Context: an optimization exercise on an open-source flow, tuned for small area, a short achievable clock period and few clock cycles per item. The choices shown serve that exercise and are no tape-out recipe.

==> build 2: inputs <==
==> flow/design.v <==
module stripe_pq (
  input  wire        clk,
  input  wire        rst,
  input  wire        in_valid,
  output wire        in_ready,
  input  wire [63:0] in_data,
  input  wire [5:0]  cfg_n,        
  input  wire [4:0]  cfg_ppos,     
  input  wire [1:0]  cfg_nlost,    
  input  wire [4:0]  cfg_lost0,
  input  wire [4:0]  cfg_lost1,
  output wire        out_valid,
  input  wire        out_ready,
  output wire [63:0] out_a,
  output wire [63:0] out_b
);
  function automatic [7:0] gf_mul(input [7:0] a, input [7:0] b);
    integer i;
    reg [7:0] p, aa;
    begin
      p  = 8'h00;
      aa = a;
      for (i = 0; i < 8; i = i + 1) begin
        if (b[i]) p = p ^ aa;
        aa = {aa[6:0], 1'b0} ^ (aa[7] ? 8'h1D : 8'h00);
      end
      gf_mul = p;
    end
  endfunction
  function automatic [7:0] gf_x(input [7:0] a);        
    gf_x = {a[6:0], 1'b0} ^ (a[7] ? 8'h1D : 8'h00);
  endfunction
  function automatic [7:0] gf_xi(input [7:0] a);       
    gf_xi = {1'b0, a[7:1]} ^ (a[0] ? 8'h8E : 8'h00);
  endfunction
  function automatic [63:0] gf_x8(input [63:0] w);
    integer i;
    begin
      for (i = 0; i < 8; i = i + 1) gf_x8[8*i +: 8] = gf_x(w[8*i +: 8]);
    end
  endfunction
  function automatic [63:0] gf_xi8(input [63:0] w);
    integer i;
    begin
      for (i = 0; i < 8; i = i + 1) gf_xi8[8*i +: 8] = gf_xi(w[8*i +: 8]);
    end
  endfunction
  function automatic [63:0] gf_mul8(input [63:0] w, input [7:0] c);
    integer i;
    begin
      for (i = 0; i < 8; i = i + 1) gf_mul8[8*i +: 8] = gf_mul(w[8*i +: 8], c);
    end
  endfunction
  function automatic [7:0] tp(input [4:0] d);
    begin
      case (d)
      5'd1:  tp = 8'hf5;  5'd2:  tp = 8'ha6;  5'd3:  tp = 8'h9c;  5'd4:  tp = 8'h73;
      5'd5:  tp = 8'hec;  5'd6:  tp = 8'h5e;  5'd7:  tp = 8'h55;  5'd8:  tp = 8'ha1;
      5'd9:  tp = 8'ha8;  5'd10: tp = 8'hfa;  5'd11: tp = 8'h75;  5'd12: tp = 8'h84;
      5'd13: tp = 8'he5;  5'd14: tp = 8'hc1;  5'd15: tp = 8'h8b;  5'd16: tp = 8'h66;
      5'd17: tp = 8'hdd;  5'd18: tp = 8'h27;  5'd19: tp = 8'h62;  5'd20: tp = 8'hf3;
      5'd21: tp = 8'he8;  5'd22: tp = 8'hb5;  5'd23: tp = 8'hd3;  5'd24: tp = 8'h03;
      5'd25: tp = 8'h8f;  5'd26: tp = 8'hbb;  5'd27: tp = 8'hab;  5'd28: tp = 8'hdf;
      5'd29: tp = 8'h88;  5'd30: tp = 8'h56;  5'd31: tp = 8'h58;
      default: tp = 8'h00;
      endcase
    end
  endfunction
  function automatic [31:0] gf_xi4(input [31:0] w);
    integer i;
    begin
      for (i = 0; i < 4; i = i + 1) gf_xi4[8*i +: 8] = gf_xi(w[8*i +: 8]);
    end
  endfunction
  function automatic [31:0] gf_mul4(input [31:0] w, input [7:0] c);
    integer i;
    begin
      for (i = 0; i < 4; i = i + 1) gf_mul4[8*i +: 8] = gf_mul(w[8*i +: 8], c);
    end
  endfunction
  reg  [4:0]  apos;          
  reg         rdy;           
  reg         ov;            
  reg         full;          
  reg         cp;            
  reg  [2:0]  ops;           
  reg         q1, q2;        
  reg         xa, xb;        
  reg  [5:0]  jn;
  reg  [4:0]  jp, jl0, jl1;
  reg  [1:0]  jnl;
  wire fire   = in_valid && rdy;
  wire a_nz   = (apos != 5'd0);
  wire a_last = a_nz && ({1'b0, apos} + 6'd1 == jn);
  wire a_p  = a_nz ? (apos == jp) : (cfg_ppos == 5'd0);
  wire a_q  = a_nz ? ({1'b0, apos} == {1'b0, jp} + 6'd1)
                   : ({1'b0, cfg_ppos} + 6'd1 == cfg_n);      
  wire a_l0 = a_nz ? ((jnl != 2'd0) && (apos == jl0))
                   : ((cfg_nlost != 2'd0) && (cfg_lost0 == 5'd0));
  wire a_l1 = a_nz && (jnl == 2'd2) && (apos == jl1);
  wire a_qm = a_q && !a_l0 && !a_l1;                  
  wire a_dn = a_nz && !a_p && !a_q;                   
  reg  [63:0] in_r;
  reg         v_r, first_r, last_r;
  reg         is_p, is_q, is_l0, is_l1;
  wire        is_d = !is_p && !is_q;
  wire        lost = is_l0 || is_l1;
  wire        exec   = xa || xb;
  wire        last_done = v_r && last_r;
  wire        full_n = last_done || (full && !cp);
  wire        q1_n   = fire && a_qm;
  wire        q2_n   = q1;
  wire        ov_n   = (exec && ops == 3'd4) || (ov && !out_ready);
  wire [2:0]  ops_n  = cp ? 3'd1 : !exec ? ops : (ops == 3'd4) ? 3'd0 : ops + 3'd1;
  wire        cp_n   = full_n && (ops_n == 3'd0) && !ov_n;
  wire        xa_n   = !q1_n && !q2_n && (ops_n == 3'd1 || ops_n == 3'd2);
  wire        xb_n   = !q1_n && !q2_n && (ops_n == 3'd3 || ops_n == 3'd4);
  wire        apz_n  = fire ? a_last : !a_nz;            
  wire        rdy_n  = !apz_n || ((ops_n == 3'd0) && !ov_n && !q1_n);
  always @(posedge clk) begin
    in_r    <= in_data;
    first_r <= !a_nz;
    last_r  <= a_last;
    is_p    <= a_p;
    is_q    <= a_q;
    is_l0   <= a_l0;
    is_l1   <= a_l1;
    if (rst) begin
      apos <= 5'd0;
      v_r  <= 1'b0;
      rdy  <= 1'b1;
      full <= 1'b0;
      cp   <= 1'b0;
      ops  <= 3'd0;
      q1   <= 1'b0;
      q2   <= 1'b0;
      xa   <= 1'b0;
      xb   <= 1'b0;
      ov   <= 1'b0;
    end else begin
      v_r  <= fire;
      rdy  <= rdy_n;
      full <= full_n;
      cp   <= cp_n;
      ops  <= ops_n;
      q1   <= q1_n;
      q2   <= q2_n;
      xa   <= xa_n;
      xb   <= xb_n;
      ov   <= ov_n;
      if (fire) apos <= a_last ? 5'd0 : apos + 5'd1;
    end
    if (fire && !a_nz) begin
      jn  <= cfg_n;
      jp  <= cfg_ppos;
      jnl <= cfg_nlost;
      jl0 <= cfg_lost0;
      jl1 <= cfg_lost1;
    end
  end
  assign in_ready = rdy;
  wire plast  = ({1'b0, jp} + 6'd1 == jn);
  wire l0_q   = ({1'b0, jl0} == {1'b0, jp} + 6'd1) || (jl0 == 5'd0 && plast);
  wire l1_q   = ({1'b0, jl1} == {1'b0, jp} + 6'd1);
  wire qlost  = ((jnl != 2'd0) && l0_q) || ((jnl == 2'd2) && l1_q);
  reg  [3:0] c_jf;           
  always @* begin
    case (jnl)
      2'd0: c_jf = 4'b0110;
      2'd1: c_jf = qlost ? 4'b1000 : 4'b0100;
      default:
        if (!qlost) c_jf = (jl0 == jp) ? 4'b1110 : 4'b1011;
        else        c_jf = l1_q ? 4'b0110 : 4'b1001;
    endcase
  end
  reg  [3:0] jf, jf_h;
  reg  [63:0] sp, z, res_a, res_b;
  reg  [31:0] mx;            
  reg  [7:0]  pw, cq, al, be, ah, bh, mc;
  reg  [4:0]  cnt;
  reg  [7:0]  tpv;           
  reg         l0d;
  wire [31:0] m_o  = gf_mul4(mx, mc);
  wire        add_sp = !is_q && !lost;
  wire        add_d  = is_d && !lost;
  wire [63:0] z_h  = !v_r ? z : first_r ? 64'd0 : is_d ? gf_xi8(z) : z;
  wire        q2z    = q2 && !(v_r && first_r);
  wire        zd     = v_r && add_d;
  wire [63:0] z_in = {(zd ? in_r[63:32] : 32'd0) ^ (q2z ? m_o : 32'd0),
                      zd ? in_r[31:0] : q1 ? m_o : 32'd0};
  wire [7:0] pw_c  = first_r ? 8'h01 : pw;
  wire [7:0] cq_c  = first_r ? 8'h02 : cq;
  wire [7:0] al_c  = first_r ? 8'h00 : al;
  wire [7:0] be_c  = first_r ? 8'h8E : be;
  wire       l0d_c = first_r ? 1'b0 : l0d;
  wire [7:0] tp_inc = tp(cnt + 5'd1);
  reg  [7:0] cq_n, al_n, be_n;
  always @* begin
    cq_n = cq; al_n = al; be_n = be;
    if (v_r) begin
      cq_n = is_d ? gf_xi(cq_c) : cq_c;
      if (is_d && lost && !qlost) begin
        be_n = (is_l1 && l0d_c) ? tpv : 8'h01;
        al_n = (is_l1 && l0d_c) ? tpv : al_c;
      end else begin
        be_n = is_d ? gf_x(be_c) : be_c;
        al_n = (is_d && lost) ? pw_c : al_c;
      end
    end
  end
  wire [7:0] ah_n = cp ? al : ah;
  wire [7:0] bh_n = cp ? be : bh;
  wire       op_a_n = (ops_n[2:1] == 2'b00) || (ops_n == 3'd2);
  always @(posedge clk) begin
    if (v_r) sp <= (first_r ? 64'd0 : sp) ^ (add_sp ? in_r : 64'd0);
    z <= z_h ^ z_in;
    if (q1_n)      mx <= in_data[31:0];
    else if (q1)   mx <= in_r[63:32];
    else if (xa_n) mx <= cp ? z[31:0]  : exec ? res_a[63:32] : res_a[31:0];
    else           mx <= cp ? sp[31:0] : xb   ? res_b[63:32] : res_b[31:0];
    cq <= cq_n;
    al <= al_n;
    be <= be_n;
    ah <= ah_n;
    bh <= bh_n;
    mc <= q1_n ? (a_nz ? cq_n : 8'h02) : q2_n ? ((fire && a_dn) ? gf_xi(cq_n) : cq_n) : op_a_n ? bh_n : ah_n;
    if (v_r) begin
      pw  <= is_d ? gf_x(pw_c) : pw_c;
      l0d <= l0d_c || (is_d && is_l0);
      if (is_d && is_l0) begin
        cnt <= 5'd1;
        tpv <= 8'hf5;                        
      end else if (is_d) begin
        cnt <= cnt + 5'd1;
        tpv <= tp_inc;
      end
    end
    if (last_done) jf <= c_jf;
  end
  reg         rst_r;
  wire [31:0] xs = res_a[31:0] ^ m_o;
  wire [31:0] ra = (jf_h[3] ? xs : 32'd0) ^ (jf_h[2] ? res_b[31:0] : 32'd0);
  wire [31:0] rb = (jf_h[1] ? xs : 32'd0) ^ (jf_h[0] ? res_b[31:0] : 32'd0);
  always @(posedge clk) begin
    rst_r <= rst;
    if (cp) jf_h <= jf;
    if (rst_r) begin
      res_a <= 64'd0;
      res_b <= 64'd0;
    end else if (cp) begin
      res_a <= {z[63:32] ^ (q2 ? m_o : 32'd0), z[31:0]};
      res_b <= sp;
    end else if (exec) begin
      if (xa) begin
        res_a <= {m_o, res_a[63:32]};
      end else begin
        res_a <= {ra, res_a[63:32]};
        res_b <= {rb, res_b[63:32]};
      end
    end
  end
  assign out_valid = ov;
  assign out_a     = res_a;
  assign out_b     = res_b;
endmodule
==> flow/flow/run.sh <==
#!/bin/bash
set -euo pipefail
bash standard.sh synth > flow_synth.log 2>&1
bash standard.sh 'BUFFER_PORTS_ARGS=-buffer_cell sky130_fd_sc_hd__buf_4' SETUP_SLACK_MARGIN=6.6 finish > flow_finish.log 2>&1
==> flow/standard.sh <==
#!/bin/bash
# synth_recipe.tcl (not shown) runs the flow's synth.tcl, then flattens the netlist and writes it again
# the make line also repeats each setting of config.mk as NAME=value (left out here)
make -C /OpenROAD-flow-scripts/flow DESIGN_CONFIG=/design/flow/config.mk WORK_HOME=/design/flow/orfs CLKGATE_MAP_FILE= SYNTH_SCRIPT=/design/flow/synth_recipe.tcl "${@:-finish}"
==> flow/config.mk <==
export PLATFORM = sky130hd
export DESIGN_NAME = stripe_pq
export DESIGN_NICKNAME = stripe_pq
export VERILOG_FILES = /design/flow/design.v
export SDC_FILE = /design/flow/constraint.sdc
export NUM_CORES = 4
export LEC_CHECK = 0
export ABC_CLOCK_PERIOD_IN_PS = 3000
export CAP_MARGIN = 20
export CORE_MARGIN = 2
export CORE_UTILIZATION = 50
export PLACE_DENSITY = 0.6
export SETUP_SLACK_MARGIN = 5
export SLEW_MARGIN = 20
==> flow/constraint.sdc <==
create_clock -name core_clock -period 10.0 [get_ports {clk}]
set_input_delay 2.0000 -clock core_clock [delete_from_list [all_inputs] [get_ports {clk}]]
set_output_delay 2.0000 -clock core_clock [all_outputs]
set_load 0.01 [all_outputs]
==> inputs of trial 83, as changes to build 2 <==
--- a/flow/design.v
+++ b/flow/design.v
@@ -79,6 +79,7 @@
     end
   endfunction
   reg  [4:0]  apos;          
+  reg  [5:0]  an;            
   reg         rdy;           
   reg         ov;            
   reg         full;          
@@ -86,25 +87,30 @@
   reg  [2:0]  ops;           
   reg         q1, q2;        
   reg         xa, xb;        
+  wire fire   = in_valid && rdy;
+  wire a_nz   = (apos != 5'd0);
+  wire a_last = a_nz && ({1'b0, apos} + 6'd1 == an);
+  reg  [63:0] in_r;
+  reg         v_r;
+  reg  [4:0]  pos_r;
+  reg         first_r, last_r;
+  reg  [5:0]  cn_r;
+  reg  [4:0]  cp_r, cl0_r, cl1_r;
+  reg  [1:0]  cnl_r;
   reg  [5:0]  jn;
   reg  [4:0]  jp, jl0, jl1;
   reg  [1:0]  jnl;
-  wire fire   = in_valid && rdy;
-  wire a_nz   = (apos != 5'd0);
-  wire a_last = a_nz && ({1'b0, apos} + 6'd1 == jn);
-  wire a_p  = a_nz ? (apos == jp) : (cfg_ppos == 5'd0);
-  wire a_q  = a_nz ? ({1'b0, apos} == {1'b0, jp} + 6'd1)
-                   : ({1'b0, cfg_ppos} + 6'd1 == cfg_n);      
-  wire a_l0 = a_nz ? ((jnl != 2'd0) && (apos == jl0))
-                   : ((cfg_nlost != 2'd0) && (cfg_lost0 == 5'd0));
-  wire a_l1 = a_nz && (jnl == 2'd2) && (apos == jl1);
-  wire a_qm = a_q && !a_l0 && !a_l1;                  
-  wire a_dn = a_nz && !a_p && !a_q;                   
-  reg  [63:0] in_r;
-  reg         v_r, first_r, last_r;
-  reg         is_p, is_q, is_l0, is_l1;
-  wire        is_d = !is_p && !is_q;
-  wire        lost = is_l0 || is_l1;
+  wire        j_new  = v_r && first_r;
+  wire [4:0]  sp_p   = j_new ? cp_r  : jp;
+  wire [4:0]  sp_l0  = j_new ? cl0_r : jl0;
+  wire [4:0]  sp_l1  = j_new ? cl1_r : jl1;
+  wire [1:0]  sp_nl  = j_new ? cnl_r : jnl;
+  wire a_p  = (apos == sp_p);
+  wire a_q  = ({1'b0, apos} == {1'b0, sp_p} + 6'd1);
+  wire a_l0 = (sp_nl != 2'd0) && (apos == sp_l0);
+  wire a_l1 = (sp_nl == 2'd2) && (apos == sp_l1);
+  wire a_qm = a_q && !a_l0 && !a_l1 && (apos[4:1] != 4'd0);    
+  wire a_dn = a_nz && !a_p && !a_q;                           
   wire        exec   = xa || xb;
   wire        last_done = v_r && last_r;
   wire        full_n = last_done || (full && !cp);
@@ -116,15 +122,17 @@
   wire        xa_n   = !q1_n && !q2_n && (ops_n == 3'd1 || ops_n == 3'd2);
   wire        xb_n   = !q1_n && !q2_n && (ops_n == 3'd3 || ops_n == 3'd4);
   wire        apz_n  = fire ? a_last : !a_nz;            
-  wire        rdy_n  = !apz_n || ((ops_n == 3'd0) && !ov_n && !q1_n);
+  wire        rdy_n  = !apz_n || ((ops_n == 3'd0) && !ov_n);
   always @(posedge clk) begin
     in_r    <= in_data;
+    cn_r    <= cfg_n;
+    cp_r    <= cfg_ppos;
+    cnl_r   <= cfg_nlost;
+    cl0_r   <= cfg_lost0;
+    cl1_r   <= cfg_lost1;
+    pos_r   <= apos;
     first_r <= !a_nz;
     last_r  <= a_last;
-    is_p    <= a_p;
-    is_q    <= a_q;
-    is_l0   <= a_l0;
-    is_l1   <= a_l1;
     if (rst) begin
       apos <= 5'd0;
       v_r  <= 1'b0;
@@ -150,30 +158,50 @@
       ov   <= ov_n;
       if (fire) apos <= a_last ? 5'd0 : apos + 5'd1;
     end
-    if (fire && !a_nz) begin
-      jn  <= cfg_n;
-      jp  <= cfg_ppos;
-      jnl <= cfg_nlost;
-      jl0 <= cfg_lost0;
-      jl1 <= cfg_lost1;
+    if (fire && !a_nz) an <= cfg_n;
+    if (j_new) begin
+      jn  <= cn_r;
+      jp  <= cp_r;
+      jnl <= cnl_r;
+      jl0 <= cl0_r;
+      jl1 <= cl1_r;
     end
   end
   assign in_ready = rdy;
-  wire plast  = ({1'b0, jp} + 6'd1 == jn);
-  wire l0_q   = ({1'b0, jl0} == {1'b0, jp} + 6'd1) || (jl0 == 5'd0 && plast);
-  wire l1_q   = ({1'b0, jl1} == {1'b0, jp} + 6'd1);
-  wire qlost  = ((jnl != 2'd0) && l0_q) || ((jnl == 2'd2) && l1_q);
+  reg r_p, r_q, r_qg, r_l0, r_l1;
+  always @(posedge clk) begin
+    r_p  <= a_p;
+    r_q  <= a_q;
+    r_qg <= (apos == 5'd1) && (sp_p == 5'd0);
+    r_l0 <= a_l0;
+    r_l1 <= a_l1;
+  end
+  wire c_plast = ({1'b0, cp_r} + 6'd1 == cn_r);
+  wire f_p   = (cp_r == 5'd0);
+  wire f_q   = c_plast;
+  wire f_l0  = (cnl_r != 2'd0) && (cl0_r == 5'd0);
+  wire is_p  = first_r ? f_p  : r_p;
+  wire is_q  = first_r ? f_q  : r_q;
+  wire is_d  = !is_p && !is_q;
+  wire is_l0 = first_r ? f_l0 : r_l0;
+  wire is_l1 = first_r ? 1'b0 : r_l1;
+  wire lost  = is_l0 || is_l1;
+  wire c_l0q  = ({1'b0, cl0_r} == {1'b0, cp_r} + 6'd1) || (cl0_r == 5'd0 && c_plast);
+  wire c_l1q  = ({1'b0, cl1_r} == {1'b0, cp_r} + 6'd1);
+  wire c_qlost = ((cnl_r != 2'd0) && c_l0q) || ((cnl_r == 2'd2) && c_l1q);
   reg  [3:0] c_jf;           
   always @* begin
-    case (jnl)
+    case (cnl_r)
       2'd0: c_jf = 4'b0110;
-      2'd1: c_jf = qlost ? 4'b1000 : 4'b0100;
+      2'd1: c_jf = c_qlost ? 4'b1000 : 4'b0100;
       default:
-        if (!qlost) c_jf = (jl0 == jp) ? 4'b1110 : 4'b1011;
-        else        c_jf = l1_q ? 4'b0110 : 4'b1001;
+        if (!c_qlost) c_jf = (cl0_r == cp_r) ? 4'b1110 : 4'b1011;
+        else          c_jf = c_l1q ? 4'b0110 : 4'b1001;
     endcase
   end
-  reg  [3:0] jf, jf_h;
+  reg        j_qlost;
+  reg  [3:0] j_jf, jf, jf_h;
+  wire       qlost = first_r ? c_qlost : j_qlost;
   reg  [63:0] sp, z, res_a, res_b;
   reg  [31:0] mx;            
   reg  [7:0]  pw, cq, al, be, ah, bh, mc;
@@ -181,13 +209,18 @@
   reg  [7:0]  tpv;           
   reg         l0d;
   wire [31:0] m_o  = gf_mul4(mx, mc);
-  wire        add_sp = !is_q && !lost;
-  wire        add_d  = is_d && !lost;
-  wire [63:0] z_h  = !v_r ? z : first_r ? 64'd0 : is_d ? gf_xi8(z) : z;
-  wire        q2z    = q2 && !(v_r && first_r);
-  wire        zd     = v_r && add_d;
-  wire [63:0] z_in = {(zd ? in_r[63:32] : 32'd0) ^ (q2z ? m_o : 32'd0),
-                      zd ? in_r[31:0] : q1 ? m_o : 32'd0};
+  reg fix, fx_spk, fx_zg, fx_zk;
+  wire [63:0] sp_b = (fix && fx_spk) ? 64'd0 : sp;
+  wire        nz_d = v_r && !first_r && is_d;
+  wire        z_0  = fix && fx_zk;
+  wire        z_g  = fix && fx_zg && !nz_d;        
+  wire        z_i  = nz_d && !(fix && fx_zg);      
+  wire [63:0] z_h  = z_0 ? 64'd0 : z_g ? gf_x8(z) : z_i ? gf_xi8(z) : z;
+  wire        add_sp = v_r && !first_r && !is_q && !lost;
+  wire        add_d  = v_r && !first_r && is_d && !lost;
+  wire        add_qg = v_r && !first_r && is_q && !lost && r_qg;
+  wire [63:0] z_in = (add_d ? in_r : 64'd0) ^ (add_qg ? gf_x8(in_r) : 64'd0) ^
+                     {(q2 ? m_o : 32'd0), (q1 ? m_o : 32'd0)};
   wire [7:0] pw_c  = first_r ? 8'h01 : pw;
   wire [7:0] cq_c  = first_r ? 8'h02 : cq;
   wire [7:0] al_c  = first_r ? 8'h00 : al;
@@ -212,18 +245,32 @@
   wire [7:0] bh_n = cp ? be : bh;
   wire       op_a_n = (ops_n[2:1] == 2'b00) || (ops_n == 3'd2);
   always @(posedge clk) begin
-    if (v_r) sp <= (first_r ? 64'd0 : sp) ^ (add_sp ? in_r : 64'd0);
-    z <= z_h ^ z_in;
+    if (v_r && first_r) begin
+      sp <= in_r;
+      z  <= in_r;
+    end else begin
+      sp <= sp_b ^ (add_sp ? in_r : 64'd0);
+      z  <= z_h ^ z_in;
+    end
     if (q1_n)      mx <= in_data[31:0];
     else if (q1)   mx <= in_r[63:32];
     else if (xa_n) mx <= cp ? z[31:0]  : exec ? res_a[63:32] : res_a[31:0];
     else           mx <= cp ? sp[31:0] : xb   ? res_b[63:32] : res_b[31:0];
+    if (rst) fix <= 1'b0;
+    else     fix <= v_r && first_r;
+    if (v_r && first_r) begin
+      fx_spk  <= f_q || f_l0;
+      fx_zg   <= f_q && !f_l0;
+      fx_zk   <= f_p || f_l0;
+      j_qlost <= c_qlost;
+      j_jf    <= c_jf;
+    end
     cq <= cq_n;
     al <= al_n;
     be <= be_n;
     ah <= ah_n;
     bh <= bh_n;
-    mc <= q1_n ? (a_nz ? cq_n : 8'h02) : q2_n ? ((fire && a_dn) ? gf_xi(cq_n) : cq_n) : op_a_n ? bh_n : ah_n;
+    mc <= q1_n ? cq_n : q2_n ? ((fire && a_dn) ? gf_xi(cq) : cq) : op_a_n ? bh_n : ah_n;
     if (v_r) begin
       pw  <= is_d ? gf_x(pw_c) : pw_c;
       l0d <= l0d_c || (is_d && is_l0);
@@ -235,21 +282,19 @@
         tpv <= tp_inc;
       end
     end
-    if (last_done) jf <= c_jf;
-  end
-  reg         rst_r;
+    if (last_done) jf <= first_r ? c_jf : j_jf;
+  end
   wire [31:0] xs = res_a[31:0] ^ m_o;
   wire [31:0] ra = (jf_h[3] ? xs : 32'd0) ^ (jf_h[2] ? res_b[31:0] : 32'd0);
   wire [31:0] rb = (jf_h[1] ? xs : 32'd0) ^ (jf_h[0] ? res_b[31:0] : 32'd0);
   always @(posedge clk) begin
-    rst_r <= rst;
-    if (cp) jf_h <= jf;
-    if (rst_r) begin
+    if (rst) begin
       res_a <= 64'd0;
       res_b <= 64'd0;
     end else if (cp) begin
       res_a <= {z[63:32] ^ (q2 ? m_o : 32'd0), z[31:0]};
       res_b <= sp;
+      jf_h  <= jf;
     end else if (exec) begin
       if (xa) begin
         res_a <= {m_o, res_a[63:32]};
==> comparison <==
- Hold slack: trial 83 is lower than build 2 (0.0014 ns).
- Of trial 83 and build 2, trial 83 has the higher wire length (gap about 13%, measured against build 2).
- Against trial 83, the critical path depth of build 2 is higher by 8.
- Of build 2 and trial 83, trial 83 has the higher core utilization (gap 0.80 points).
No run of this note included a check of the RTL's function; only the layout flow was run.

-- static timing again, ports no longer ideal --
In the flow no input, the clock included, has a driving cell. The finished layouts below were timed again as built, in two steps. Step 1: set_driving_cell puts a clkbuf_16 on clk and a buf_2 on each other input, an assumption about the parent block. Step 2 adds t to the input delays and takes it off the output delays; t is the mean of the earliest and latest rising clock arrival at the registers after step 1. Input paths then give back, and output paths get back, about the clock's delay inside the block. Slacks: no drivers / after step 1 / after step 2; pairs: no drivers / after step 1.
run | t (ns) | slack for setup (ns) | worst setup path at the end
build 2 | 0.678 | 6.441 / 6.438 / 5.759 | input to register
trial 83 | 0.699 | 6.517 / 6.525 / 5.864 | input to register
After both steps every run listed still meets setup and hold. For build 2, which loses most, drivers alone change the setup slack by -0.003 ns; drivers and shift together by -0.682 ns.
